Background: an optimization exercise with open tools, aiming at small area and few clock cycles per item. Do not read the settings as production practice.
Only simulation tests tie the RTL to the original design; equivalence was not proved.

## design/flow/design.v

```verilog
module loop_law (
    input  wire               clk,
    input  wire               rst,
    input  wire               start,
    output wire               ready,
    output wire               done,
    input  wire signed [19:0] sp,         
    input  wire signed [19:0] pv,         
    input  wire signed [19:0] ff,         
    input  wire signed [19:0] o_prev,     
    input  wire               first,      
    input  wire               hi_prev,    
    input  wire               lo_prev,    
    input  wire               direct,     
    input  wire               d_on_error,
    input  wire        [3:0]  nsec,       
    input  wire signed [19:0] deadband,
    input  wire signed [19:0] rate,
    input  wire signed [19:0] out_lo,
    input  wire signed [19:0] out_hi,
    input  wire signed [19:0] kp,
    input  wire signed [19:0] ki,
    input  wire signed [19:0] kd,
    input  wire signed [19:0] kn,
    input  wire signed [19:0] kff,
    input  wire signed [47:0] integ_in,   
    input  wire signed [39:0] d_in,       
    input  wire signed [19:0] m_prev,     
    output reg  signed [47:0] integ_out,
    output reg  signed [39:0] d_out,
    output reg  signed [19:0] m_out,
    output reg  signed [19:0] e_out,
    output reg  signed [19:0] w_out,
    output reg  signed [19:0] un_out,
    output reg  signed [19:0] o_out,
    output reg                sat_hi,
    output reg                sat_lo,
    output reg                arith_sat,
    output reg                e_sat,
    output wire        [2:0]  sec_ridx,
    input  wire signed [19:0] sec_b0,
    input  wire signed [19:0] sec_b1,
    input  wire signed [19:0] sec_b2,
    input  wire signed [19:0] sec_a1,
    input  wire signed [19:0] sec_a2,
    input  wire signed [39:0] sec_s1,
    input  wire signed [39:0] sec_s2,
    output reg                sec_we,
    output reg         [2:0]  sec_widx,
    output reg  signed [39:0] sec_s1_w,
    output reg  signed [39:0] sec_s2_w
);
    localparam integer AW = 52;
    function automatic signed [AW-1:0] sat_n(input signed [AW-1:0] v, input integer n);
        reg signed [AW-1:0] hi, lo;
        begin
            hi = (52'sd1 <<< (n - 1)) - 52'sd1;
            lo = -(52'sd1 <<< (n - 1));
            if (v > hi)      sat_n = hi;
            else if (v < lo) sat_n = lo;
            else             sat_n = v;
        end
    endfunction
    function automatic did_sat(input signed [AW-1:0] v, input integer n);
        reg signed [AW-1:0] hi, lo;
        begin
            hi = (52'sd1 <<< (n - 1)) - 52'sd1;
            lo = -(52'sd1 <<< (n - 1));
            did_sat = (v > hi) || (v < lo);
        end
    endfunction
    function automatic signed [AW-1:0] q_fn(input signed [AW-1:0] v);
        q_fn = sat_n(v >>> 17, 20);
    endfunction
    function automatic q_sat(input signed [AW-1:0] v);
        q_sat = did_sat(v >>> 17, 20);
    endfunction
    wire signed [AW-1:0] sp_x = sp;
    wire signed [AW-1:0] pv_x = pv;
    wire signed [AW-1:0] err_raw = direct ? (pv_x - sp_x) : (sp_x - pv_x);
    wire signed [AW-1:0] err_s   = sat_n(err_raw, 20);
    wire                 err_sf  = did_sat(err_raw, 20);
    wire signed [AW-1:0] negpv   = -pv_x;
    wire signed [AW-1:0] m_meas  = direct ? pv_x : sat_n(negpv, 20);
    wire                 m_sf    = !direct && did_sat(negpv, 20);
    wire signed [AW-1:0] m_cur   = d_on_error ? err_s : m_meas;
    wire signed [AW-1:0] err_abs = (err_s < 0) ? -err_s : err_s;
    wire signed [AW-1:0] db_x    = deadband;
    wire signed [AW-1:0] e_x     = (err_abs <= db_x) ? {AW{1'b0}} : err_s;
    wire signed [AW-1:0] mprev_x = first ? m_cur : m_prev;
    wire signed [AW-1:0] dm_raw  = m_cur - mprev_x;
    wire signed [AW-1:0] dm_s    = sat_n(dm_raw, 20);
    wire                 dm_sf   = did_sat(dm_raw, 20);
    localparam [3:0] S_IDLE = 4'd0,
                     S_DHI  = 4'd1,    
                     S_DLO  = 4'd2,    
                     S_DKD  = 4'd3,    
                     S_INT  = 4'd4,    
                     S_XSUM = 4'd5,    
                     S_B0   = 4'd6,    
                     S_B1   = 4'd7,    
                     S_A1   = 4'd8,    
                     S_B2   = 4'd9,    
                     S_A2   = 4'd10,   
                     S_UN   = 4'd11,   
                     S_LIM  = 4'd12,   
                     S_DONE = 4'd13;
    reg [3:0] state;
    reg [2:0] sec;
    reg signed [AW-1:0] acc;
    reg signed [19:0]   x_r;      
    reg signed [19:0]   y_r;      
    reg signed [39:0]   n1_r;     
    reg signed [39:0]   d_r;
    reg signed [47:0]   integ_r;
    reg signed [19:0]   un_r;
    reg                 arith_r;
    reg signed [20:0]   e_r;      
    reg signed [20:0]   dm_r;     
    reg signed [19:0]   m_r;      
    reg                 esat_r;   
    assign ready    = (state == S_IDLE);
    assign done     = (state == S_DONE);
    assign sec_ridx = sec;
    reg  signed [19:0] mul_a;
    reg  signed [20:0] mul_b;
    wire signed [40:0] prod = mul_a * mul_b;
    wire signed [AW-1:0] prod_x = prod;
    always @(*) begin
        mul_a = 20'sd0;
        mul_b = 21'sd0;
        case (state)
            S_DHI:  begin mul_a = kn;     mul_b = {d_in[39], d_in[39:20]}; end
            S_DLO:  begin mul_a = kn;     mul_b = {1'b0, d_in[19:0]};      end
            S_DKD:  begin mul_a = kd;     mul_b = dm_r;                    end
            S_INT:  begin mul_a = ki;     mul_b = e_r;                     end
            S_XSUM: begin mul_a = kp;     mul_b = e_r;                     end
            S_B0:   begin mul_a = sec_b0; mul_b = {x_r[19], x_r};          end
            S_B1:   begin mul_a = sec_b1; mul_b = {x_r[19], x_r};          end
            S_A1:   begin mul_a = sec_a1; mul_b = {y_r[19], y_r};          end
            S_B2:   begin mul_a = sec_b2; mul_b = {x_r[19], x_r};          end
            S_A2:   begin mul_a = sec_a2; mul_b = {y_r[19], y_r};          end
            S_UN:   begin mul_a = kff;    mul_b = {ff[19], ff};            end
            default: ;
        endcase
    end
    wire                 di_zero  = (hi_prev && prod_x > 0) || (lo_prev && prod_x < 0);
    wire signed [AW-1:0] d_sum    = acc + prod_x;
    wire signed [AW-1:0] integ_x  = integ_in;
    wire signed [AW-1:0] int_sum  = integ_x + (di_zero ? {AW{1'b0}} : prod_x);
    wire signed [AW-1:0] integ_rx = integ_r;
    wire signed [AW-1:0] d_rx     = d_r;
    wire signed [AW-1:0] x_sum    = prod_x + integ_rx + d_rx;
    wire signed [AW-1:0] x_sat48  = sat_n(x_sum, 48);
    wire signed [AW-1:0] s1_x     = sec_s1;
    wire signed [AW-1:0] s2_x     = sec_s2;
    wire signed [AW-1:0] y_sum    = prod_x + s1_x;
    wire signed [AW-1:0] a_diff   = acc - prod_x;
    wire signed [AW-1:0] w_x      = x_r;
    wire signed [AW-1:0] un_sum   = (w_x <<< 17) + prod_x;
    wire signed [20:0]   rate_lo  = {o_prev[19], o_prev} - {rate[19], rate};
    wire signed [20:0]   rate_hi  = {o_prev[19], o_prev} + {rate[19], rate};
    wire signed [20:0]   un_w     = {un_r[19], un_r};
    wire signed [20:0]   o_r1     = (un_w < rate_lo) ? rate_lo : un_w;
    wire signed [20:0]   o_r2     = (o_r1 > rate_hi) ? rate_hi : o_r1;
    wire signed [20:0]   o_rate   = (rate > 0) ? o_r2 : un_w;
    wire signed [20:0]   olo_w    = {out_lo[19], out_lo};
    wire signed [20:0]   ohi_w    = {out_hi[19], out_hi};
    wire signed [20:0]   o_l1     = (o_rate < olo_w) ? olo_w : o_rate;
    wire signed [20:0]   o_lim    = (o_l1 > ohi_w) ? ohi_w : o_l1;
    wire last_sec = ({1'b0, sec} == nsec - 4'd1);
    always @(posedge clk) begin
        if (rst) begin
            state  <= S_IDLE;
            sec    <= 3'd0;
            sec_we <= 1'b0;
        end else begin
            sec_we <= 1'b0;
            case (state)
                S_IDLE: begin
                    if (start) begin
                        state   <= S_DHI;
                        sec     <= 3'd0;
                        arith_r <= m_sf | dm_sf;
                        e_r     <= e_x[20:0];
                        dm_r    <= dm_s[20:0];
                        m_r     <= m_cur[19:0];
                        esat_r  <= err_sf;
                    end
                end
                S_DHI: begin
                    acc   <= prod_x <<< 3;
                    state <= S_DLO;
                end
                S_DLO: begin
                    acc   <= acc + (prod_x >>> 17);
                    state <= S_DKD;
                end
                S_DKD: begin
                    d_r     <= sat_n(d_sum, 40);
                    arith_r <= arith_r | did_sat(d_sum, 40);
                    state   <= S_INT;
                end
                S_INT: begin
                    integ_r <= sat_n(int_sum, 48);
                    arith_r <= arith_r | did_sat(int_sum, 48);
                    state   <= S_XSUM;
                end
                S_XSUM: begin
                    x_r     <= q_fn(x_sat48);
                    arith_r <= arith_r | did_sat(x_sum, 48) | q_sat(x_sat48);
                    state   <= (nsec == 4'd0) ? S_UN : S_B0;
                end
                S_B0: begin
                    y_r     <= q_fn(y_sum);
                    arith_r <= arith_r | q_sat(y_sum);
                    state   <= S_B1;
                end
                S_B1: begin
                    acc   <= prod_x + s2_x;
                    state <= S_A1;
                end
                S_A1: begin
                    n1_r    <= sat_n(a_diff, 40);
                    arith_r <= arith_r | did_sat(a_diff, 40);
                    state   <= S_B2;
                end
                S_B2: begin
                    acc   <= prod_x;
                    state <= S_A2;
                end
                S_A2: begin
                    sec_we   <= 1'b1;
                    sec_widx <= sec;
                    sec_s1_w <= n1_r;
                    sec_s2_w <= sat_n(a_diff, 40);
                    arith_r  <= arith_r | did_sat(a_diff, 40);
                    x_r      <= y_r;
                    sec      <= sec + 3'd1;
                    state    <= last_sec ? S_UN : S_B0;
                end
                S_UN: begin
                    un_r    <= q_fn(un_sum);
                    arith_r <= arith_r | q_sat(un_sum);
                    state   <= S_LIM;
                end
                S_LIM: begin
                    integ_out <= integ_r;
                    d_out     <= d_r;
                    m_out     <= m_r;
                    e_out     <= e_r[19:0];
                    w_out     <= x_r;
                    un_out    <= un_r;
                    o_out     <= o_lim[19:0];
                    sat_hi    <= (o_lim < un_w);
                    sat_lo    <= (o_lim > un_w);
                    arith_sat <= arith_r;
                    e_sat     <= esat_r;
                    state     <= S_DONE;
                end
                S_DONE: begin
                    state <= S_IDLE;
                end
                default: state <= S_IDLE;
            endcase
        end
    end
endmodule
```

## design/flow/run.sh

```bash
#!/bin/bash
# synth_recipe.tcl (not shown) runs the flow's synth.tcl, then flattens the netlist and writes it again
# the make line also repeats each setting of config.mk as NAME=value (left out here)
make -C /OpenROAD-flow-scripts/flow DESIGN_CONFIG=/design/flow/config.mk WORK_HOME=/design/flow/orfs CLKGATE_MAP_FILE= SYNTH_SCRIPT=/design/flow/synth_recipe.tcl finish
```

## design/flow/config.mk

```make
export PLATFORM = sky130hd
export DESIGN_NAME = loop_law
export DESIGN_NICKNAME = loop_law
export VERILOG_FILES = /design/flow/design.v
export SDC_FILE = /design/flow/constraint.sdc
export NUM_CORES = 4
export LEC_CHECK = 0
export CAP_MARGIN = 20
export CORE_MARGIN = 2
export CORE_UTILIZATION = 40
export SLEW_MARGIN = 20
```

## design/flow/constraint.sdc

```tcl
create_clock -name core_clock -period 20.0 [get_ports {clk}]
set_input_delay 4.0000 -clock core_clock [delete_from_list [all_inputs] [get_ports {clk}]]
set_output_delay 4.0000 -clock core_clock [all_outputs]
set_load 0.01 [all_outputs]
```

==> impl_metrics.ini <==
[status]
status = finished clean

[sta]
fmax_mhz = 53.9
worst_pin_slew_ns = 1.21
slew_headroom_pct = 18.9
setup_tns_ns = 0
post-route-period-util_pct = 92.7
post-route-min-period_ns = 18.54
maxSlewViolCount = 0
fin_skew_ns = 0.0534
layout_setup_ws_ns = 1.46
rsz0062_at_grt = false
setup_viol = 0
hold_violations = 0

[clock_tree]
clkLatencyLatePin_ns = 0.72
ctsHoldBuffers = 0
cts_root_buffer = clkbuf_16
clkTransAtPathRegs_ns = 0.07
cts_resized = 0
clock_path_buffers = 3
post-cts-setup-buffer-count = 0
clock_sinks = 587
tritoncts = built
numCtsBuffers = 75
htreeDepth = 3

[detailed_routing]
routed_wl_um = 322000
viasPerCell = 5.88
drt-initial-drc-count = 6259
avgRoutedWirePerCell_um = 28.3
vias = 66800
drc = 0
drtPass1Iterations = 9
drtAntennaViolNets = 0

[global_route]
antenna_found_initial = 33
grt_pass1_vias = 65000
grt_overflow = 0
grt_pass1_wl_um = 455000
grt_util_all_layers_pct = 34.4
grt_max_degree = 77

[finish]
area_growth_syn_to_layout_pct = 20.3
fin_nets = 10700
stdcell_count = 11400
drive_gt1_share_pct = 5.28
fin_area_sq_mm = 0.0861

[critical_path]
crit_type = input port to flop
cpPeakStageDelay_ns = 0.60
cp_slowest_cell = o21ai_2
critical_path.max_fanout = 13
reg2reg_from = state[2]$_SDFFE_PP0N_
crit_required_ns = 20.46
path_common_cell = o21a_1
crit_arrival_ns = 19.00
crit_path_start_kind = input port
worstSetupEndpointType = flop
crit_path_start = rate[1]

[yosys]
synth_top_area_cell = edfxtp_1
synth_area_leaders = edfxtp_1 24%, fa_1 14%, ha_1 13%
avgSynthCellArea_sq_um = 8.82
netlist_area_sq_mm = 0.0716
synth-edff-count = 579
async_reset_ff_share_pct = 0
ys_warn_count = 1
synth_commonest_cells = 1,054 x inv_1, 734 x ha_1, 720 x nor2_1
synth.most_common_cell = inv_1
ys_ff_latch = 587
ys_types = 101
synthCells = 8111
seq_area_frac_synth_pct = 24.5
synth_top_area_share_pct = 24.3
synth-main-ff-cell = edfxtp_1

[die]
pin_count = 841
die_w_um = 427
die-area_sq_mm = 0.182
num_rows = 155
initial_core_util_pct = 40.2
core-area_sq_mm = 0.178
fp.dieH_um = 427

[place]
io_buffer_count = 840
hpwlAfterDp_um = 268000
placed_area_sq_mm = 0.0836
dp.cells = 11200
pre_cts_ws_ns = 0.827
place_congestion = 1.01

[min_path]
hold_start = m_r[6]$_DFFE_PP_
worstHoldPathType = flop to flop

[run]
cap_violations = 0
==> path summary, 6_finish.rpt <==
kind	depth (start not counted)	end	slack [ns]
max	71	sat_lo$_DFFE_PP_	1.46
min	0	m_out[6]$_DFFE_PP_	0.40
max reg2reg	54	arith_r$_DFFE_PP_	2.84
min reg2reg	0	m_out[6]$_DFFE_PP_	0.40
==> through the flow <==
stage          utilization (%)  hold slack, ns
3_3_place_gp              47.0           0.401
5_1_grt                   48.4           0.413
4_1_cts                   48.3           0.395
3_5_place_dp              47.0           0.405
2_1_floorplan                -           0.400
6_report                  48.4           0.399
==> logic make-up (layout without fill, tap and decap cells) <==
group | Yosys count | after routing | share of synthesized area [%]
xor+xnor | 447 | 447 | 5.47
other cells | 1 | 44 | 0.00524
compound gates | 2223 | 2223 | 20.3
simple gates | 2134 | 2134 | 14.1
mux | 102 | 102 | 1.51
buf+inv | 1381 | 2234 | 7.28
fa+ha+maj | 1236 | 1236 | 26.8
flops | 587 | 587 | 24.5
==> registers in the layout (all words and copies together), names as in the netlist, 3 cells and up <==
signal,flops
d_r,40
sec_s2_w,40
dm_r,21
state,4
d_out,40
sec_s1_w,40
integ_out,48
acc,52
integ_r,48
m_r,20
w_out,20
x_r,20
y_r,20
e_out,20
e_r,21
n1_r,40
sec_widx,3
o_out,20
sec,3
un_r,20
un_out,20
m_out,20
==> layout make-up <==
| class | count | area, sq um |
|---|---|---|
| antenna | 17 | 42.5 |
| clock buffer | 88 | 1970 |
| clock inverter | 43 | 420 |
| fill | 17100 | 91900 |
| inverter | 1064 | 3990 |
| multi-input combinational | 6169 | 49300 |
| sequential | 587 | 17500 |
| tap | 2355 | 2950 |
| timing repair buffer | 1039 | 9910 |
==> routing by layer <==
metal | vias up | global-route usage (%) | routed length [um]
li1 | 30200 | - | -
met1 | 33000 | 43.4 | 128000
met2 | 3013 | 54.5 | 145000
met3 | 657 | 5.93 | 24800
met4 | 8 | 21.9 | 23700
met5 | - | 0 | 53
==> cell usage in the layout (no fill, tap or decap), types with 92 or more instances in the layout <==
cell             count
ha_1               734
nand2_1            540
clkdlybuf4s50_1    839
nor2_1             708
buf_4              196
nand3_1            138
a22oi_1             92
a21oi_1            605
nor3_1             113
inv_1             1054
o21ai_0            431
edfxtp_1           579
xor2_1             138
fa_1               499
nand2b_1           123
xnor2_1            306
a21o_1             275
==> worst max-delay path, delay by kind of cell <==
| kind | cells | cell delay, ns |
|---|---|---|
| muxes | 3 | 1.11 |
| xor gates and xnor gates | 1 | 0.23 |
| buffers and inverters | 4 | 0.98 |
| adders and majority gates | 6 | 1.73 |
| AOI/OAI and AO/OA | 44 | 8.61 |
| and+or+nand+nor | 13 | 2.35 |
Testbench counts, summed over its fixed seeds: cycles 61,990, items 2,400.

[port drivers added, routing unchanged]
Ports are ideal in the flow. The routed layout listed here was re-timed in OpenROAD. Step 1: set_driving_cell puts a clkbuf_16 on clk and a buf_2 on each other input, an assumption about the parent block. Step 2 times the ports against the registers' clock, not the clock port: input delays grow and output delays shrink by t, the midpoint of the rising clock arrivals with the driver on. a / b / c = ideal / step 1 / step 2; a / b = the first two.
t, ns: 0.780
setup WS [ns]: 1.459 / 1.518 / 0.738
slew at the worst register clock pin (ns): 0.07 / 0.07
After both steps this run still meets setup and hold. For this run, drivers alone change the setup slack by +0.059 ns; drivers and shift together by -0.721 ns.
